This is an optimization exercise on Yosys and OpenROAD, whose aim is small area, a short achievable clock period and few clock cycles per item, not a production implementation. Function was checked by simulation only, so behaviour that the tests miss may differ from the original.

## sr_bf16
module sr_bf16 (
    input  wire        clk,
    input  wire        rst,
    input  wire        cfg_load,
    input  wire [63:0] cfg_seed,
    input  wire [63:0] cfg_step,
    input  wire [63:0] cfg_idx_base,
    input  wire [63:0] cfg_idx_stride,
    input  wire        in_valid,
    output reg         in_ready,
    input  wire [31:0] in_data,
    output reg         out_valid,
    input  wire        out_ready,
    output reg  [15:0] out_data
);
Size: ~5900 cells after synthesis, ~1000 flip-flops, about 310 I/O pins.
Settings: LEC_CHECK=0, CAP_MARGIN=20, CORE_MARGIN=2, CORE_UTILIZATION=40, CTS_CLUSTER_DIAMETER=100, CTS_CLUSTER_SIZE=20, PLACE_DENSITY=0.6, SLEW_MARGIN=20; clock period 60.0 ns.
standard.sh (not shown) runs the stock make flow with config.mk's settings and CLKGATE_MAP_FILE= SYNTH_SCRIPT=/design/flow/synth_recipe.tcl, a recipe that flattens the netlist after the stock synthesis.
==> flow/flow/run.sh <==
#!/bin/bash
# The standard layout (standard.sh: ORFS from the standard synthesis to
# finish, unchanged), except that
# - buffer_ports gives the ports sky130_fd_sc_hd__buf_2 buffers instead of
#   the cell it picks by default;
# - before the resizing step, flow/tree.tcl rebuilds the buffering of each
#   net with 40 or more loads (the key-record load strobe and the enables it
#   drives) as a tree of buffers placed next to their loads, where
#   repair_design had built chains.
# make's output goes to flow.log; each ORFS step logs under orfs/logs/.
set -euo pipefail
export BUFFER_PORTS_ARGS="-buffer_cell sky130_fd_sc_hd__buf_2"
export PRE_RESIZE_TCL="$PWD/flow/tree.tcl"
bash standard.sh finish > flow.log 2>&1
Other scripts of this flow, unchanged in this note and not shown: flow/flow/tree.tcl
The first run completed with no timing, DRC or antenna violations.
Testbench counts at the start, summed over its fixed seeds: cycles 24,056, items 24,000.
Edit:
- CORE_UTILIZATION: 40 -> 55
- PLACE_DENSITY: 0.6 -> 0.7
Clock skew goes down by 8.1 ps.
Setup slack improved by 52 ps.
Wire length goes down by 4.0%.
Die area goes down by 27%.
First-iteration DRC count goes up by 26%.
Sequential cell count is unchanged.
Final cell count goes down by 6.6%.
Count of clock-buffer cells in the layout does not change.
Synthesized cell count does not change.

========
The RTL this note starts from:
==> flow/design.v <==
module sr_bf16 (
    input  wire        clk,
    input  wire        rst,
    input  wire        cfg_load,
    input  wire [63:0] cfg_seed,
    input  wire [63:0] cfg_step,
    input  wire [63:0] cfg_idx_base,
    input  wire [63:0] cfg_idx_stride,
    input  wire        in_valid,
    output reg         in_ready,
    input  wire [31:0] in_data,
    output reg         out_valid,
    input  wire        out_ready,
    output reg  [15:0] out_data
);
    reg [63:0] seed, step, stride;
    reg [63:0] idx;           
    function [31:0] rotl;
        input [31:0] x;
        input integer n;
        begin
            rotl = (x << n) | (x >> (32 - n));
        end
    endfunction
    function [31:0] add2;
        input [31:0] x, y;
        reg [31:0] p, g, pp, gg, p2, g2;
        integer i, l;
        begin
            p = x ^ y; g = x & y; pp = p; gg = g;
            for (l = 0; l < 5; l = l + 1) begin
                g2 = gg; p2 = pp;
                for (i = 0; i < 32; i = i + 1)
                    if ((i >> l) % 2 == 1) begin
                        gg[i] = g2[i] | (p2[i] & g2[((i >> l) << l) - 1]);
                        pp[i] = p2[i] & p2[((i >> l) << l) - 1];
                    end
            end
            add2 = p ^ {gg[30:0], 1'b0};
        end
    endfunction
    function [31:0] add3;
        input [31:0] x, y, z;
        reg [31:0] s, c;
        begin
            s = x ^ y ^ z;
            c = (x & y) | (x & z) | (y & z);
            add3 = add2(s, {c[30:0], 1'b0});
        end
    endfunction
    wire [31:0] k0 [0:3];
    wire [31:0] k1 [0:3];
    assign k0[0] = seed[31:0];
    assign k1[0] = seed[63:32];
    assign k0[1] = seed[31:0]  + 32'h9e37_79b9;
    assign k1[1] = seed[63:32] + 32'hbb67_ae85;
    assign k0[2] = seed[31:0]  + 32'h3c6e_f372;
    assign k1[2] = seed[63:32] + 32'h76cf_5d0a;
    assign k0[3] = seed[31:0]  + 32'hdaa6_6d2b;
    assign k1[3] = seed[63:32] + 32'h3237_0b8f;
    function [127:0] sr_step;
        input [127:0] st;
        input [31:0]  ka, kc;
        input integer j;
        reg [31:0] a, b, c, d;
        begin
            a = st[127:96]; b = st[95:64]; c = st[63:32]; d = st[31:0];
            case (j % 4)
                0: begin a = add3(a, b, ka); d = rotl(d ^ a, 16); end
                1: begin c = add3(c, d, kc); b = rotl(b ^ c, 12); end
                2: begin a = add2(a, b);     d = rotl(d ^ a, 8);  end
                default: begin c = add2(c, d); b = rotl(b ^ c, 7); end
            endcase
            sr_step = {a, b, c, d};
        end
    endfunction
    function [15:0] sr_round;
        input [31:0] x;
        input [15:0] r;
        reg [31:0] sum;
        begin
            if (x[30:23] == 8'hFF) begin
                if (x[22:0] != 23'd0) sr_round = {x[31], 15'h7FC0};    
                else                  sr_round = x[31:16];            
            end else begin
                sum = x + {16'd0, r};
                if (sum[30:23] == 8'hFF) sr_round = {x[31], 15'h7F7F};
                else                     sr_round = sum[31:16];
            end
        end
    endfunction
    integer j;
    reg  [2:0] rq_n;          
    reg  [3:0] gen_n;
    reg          x_v;          
    always @* begin
        gen_n = rq_n + pa_v + p1_v + p2_v + p3_v + p4_v;
    end
    wire issue = gen_n - x_v < 4'd6;
    reg [31:0] pa, pb;
    reg        pa_v;
    always @(posedge clk) begin
        pa   <= add3(idx[31:0], idx[63:32], k0[0]);
        pb   <= idx[63:32];
        pa_v <= !rst && !cfg_load && issue;
    end
    reg [127:0] h0;
    always @* begin
        h0 = {pa, pb, step[31:0], rotl(step[63:32] ^ pa, 16)};
        for (j = 1; j < 4; j = j + 1)
            h0 = sr_step(h0, k0[j / 4], k1[j / 4], j);
    end
    reg [127:0] p1_st;
    reg         p1_v;
    always @(posedge clk) begin
        p1_st <= h0;
        p1_v  <= !rst && !cfg_load && pa_v;
    end
    reg [127:0] h1;
    always @* begin
        h1 = p1_st;
        for (j = 4; j < 7; j = j + 1)
            h1 = sr_step(h1, k0[j / 4], k1[j / 4], j);
    end
    reg [127:0] p2_st;
    reg         p2_v;
    always @(posedge clk) begin
        p2_st <= h1;
        p2_v  <= !rst && !cfg_load && p1_v;
    end
    reg [127:0] h2;
    always @* begin
        h2 = p2_st;
        for (j = 7; j < 10; j = j + 1)
            h2 = sr_step(h2, k0[j / 4], k1[j / 4], j);
    end
    reg [127:0] p3_st;
    reg         p3_v;
    always @(posedge clk) begin
        p3_st <= h2;
        p3_v  <= !rst && !cfg_load && p2_v;
    end
    reg [127:0] h3;
    always @* begin
        h3 = p3_st;
        for (j = 10; j < 13; j = j + 1)
            h3 = sr_step(h3, k0[j / 4], k1[j / 4], j);
    end
    reg [127:0] p4_st;
    reg         p4_v;
    always @(posedge clk) begin
        p4_st <= h3;
        p4_v  <= !rst && !cfg_load && p3_v;
    end
    reg [127:0] h4;
    always @* begin
        h4 = p4_st;
        for (j = 13; j < 16; j = j + 1)
            h4 = sr_step(h4, k0[j / 4], k1[j / 4], j);
    end
    wire [31:0] rnd  = h4[127:96] ^ h4[95:64] ^ h4[63:32] ^ h4[31:0];
    wire        push = p4_v;
    reg [15:0] rq [0:5];
    reg [2:0]  rq_wr, rq_rd;
    wire [15:0] r_head = rq[rq_rd];
    always @(posedge clk) begin
        if (push)
            rq[rq_wr] <= rnd[15:0];
        if (rst || cfg_load) begin
            rq_n  <= 3'd0;
            rq_wr <= 3'd0;
            rq_rd <= 3'd0;
        end else begin
            rq_n  <= rq_n + push - x_v;
            if (push) rq_wr <= (rq_wr == 3'd5) ? 3'd0 : rq_wr + 1'b1;
            if (x_v)  rq_rd <= (rq_rd == 3'd5) ? 3'd0 : rq_rd + 1'b1;
        end
        if (cfg_load) begin
            seed   <= cfg_seed;
            step   <= cfg_step;
            stride <= cfg_idx_stride;
            idx    <= cfg_idx_base;
        end else if (issue) begin
            idx    <= idx + stride;
        end
    end
    reg         rdy;           
    wire        accept = in_valid && rdy;
    reg  [31:0] x_q;
    always @(posedge clk) begin
        x_q <= in_data;
        x_v <= !rst && accept;
    end
    wire [15:0] res = sr_round(x_q, r_head);
    reg  [2:0]  t;
    reg  [15:0] q1, q2;
    wire        pop = t[0] && out_ready;
    wire [3:0] r_av = rq_n + push + p3_v - x_v;
    wire r_ok0 = r_av >= 4'd1;      
    wire r_ok1 = r_av >= 4'd2;      
    wire [2:0] o_n = t[0] + t[1] + t[2] + x_v;
    wire o_ok00 = o_n <= 3'd2;          
    wire o_ok01 = o_n <= 3'd1;          
    wire o_ok11 = o_n <= 3'd2;          
    wire rdy_0 = r_ok0 && o_ok00;
    wire rdy_1 = r_ok1 && o_ok01;
    wire rdy_p0 = r_ok0;                
    wire rdy_p1 = r_ok1 && o_ok11;
    wire [15:0] head_h = t[0] ? out_data : res;
    wire [15:0] head_p = t[1] ? q1 : res;
    wire [15:0] q1_h   = (t[0] && !t[1]) ? res : q1;
    wire [15:0] q1_p   = (t[1] && !t[2]) ? res : q2;
    wire [15:0] q2_h   = (t[1] && !t[2]) ? res : q2;
    always @(posedge clk) begin
        if (rst) begin
            t         <= 3'd0;
            out_valid <= 1'b0;
            in_ready  <= 1'b0;
            rdy       <= 1'b0;
        end else begin
            if (x_v && !pop)
                t <= {t[1:0], 1'b1};
            else if (pop && !x_v)
                t <= {1'b0, t[2:1]};
            out_valid <= x_v || t[1] || (out_valid && !out_ready);
            if (cfg_load) begin
                in_ready <= 1'b0;
                rdy      <= 1'b0;
            end else begin
                in_ready <= pop ? (accept ? rdy_p1 : rdy_p0) : (accept ? rdy_1 : rdy_0);
                rdy      <= accept ? (pop ? rdy_p1 : rdy_1) : (pop ? rdy_p0 : rdy_0);
            end
        end
        out_data <= pop ? head_p : head_h;
        q1       <= pop ? q1_p : q1_h;
        q2       <= pop ? res : q2_h;
    end
endmodule
make LEC_CHECK=0 CAP_MARGIN=20 CORE_MARGIN=2 CORE_UTILIZATION=40 CTS_BUF_LIST=sky130_fd_sc_hd__clkbuf_8 PLACE_DENSITY=0.6 SLEW_MARGIN=20 finish   # period 60.0 ns
run.sh (not shown) runs the stock make flow with config.mk's settings and CLKGATE_MAP_FILE= SYNTH_SCRIPT=/design/flow/synth_recipe.tcl, a recipe that flattens the netlist after the stock synthesis.
Stock flow here: none of the scripts above is used.
The starting point completed without violations.
Testbench counts at the start, summed over its fixed seeds: cycles 24,056, items 24,000.
Then changed:
Settings changed: CTS_BUF_LIST sky130_fd_sc_hd__clkbuf_8 to default.
Worst setup slack improves by 190 ps. Clock-buffer cell count fell by 73. Global-route usage drops by 0.14 points. Non-clock buffer count does not change. Worst hold slack is about the same. Utilization hardly moves. Maximum frequency grows by 1.4%. Wire length barely changes. Synthesized cell count is unchanged.

-- static timing again, ports no longer ideal --
Ports are ideal in the flow. The routed layouts listed here were re-timed in OpenROAD. Step 1 sets driving cells, clkbuf_16 on the clock port and buf_2 on the other inputs (assumed; they add their load-dependent delay and slew). Step 2 adds t to the input delays and takes it off the output delays; t is the mean of the earliest and latest rising clock arrival at the registers after step 1. Input paths then give back, and output paths get back, about the clock's delay inside the block. a / b / c = ideal ports / drivers / drivers and shift; a / b = the first two.
run	t, ns	setup WS [ns]	hold slack, ns
the first run of note 1	0.813	46.679 / 46.619 / 45.838	0.434 / 0.434 / 0.434
the second run of note 1	0.800	46.731 / 46.656 / 46.333	0.429 / 0.429 / 0.429
the first run of note 2	1.020	46.054 / 45.982 / 45.560	0.455 / 0.455 / 0.455
the second run of note 2	0.834	46.247 / 46.162 / 45.581	0.456 / 0.456 / 0.456
After both steps every run listed still meets setup and hold. For the first run of note 1, which loses most, drivers alone change the setup slack by -0.060 ns; drivers and shift together by -0.841 ns.
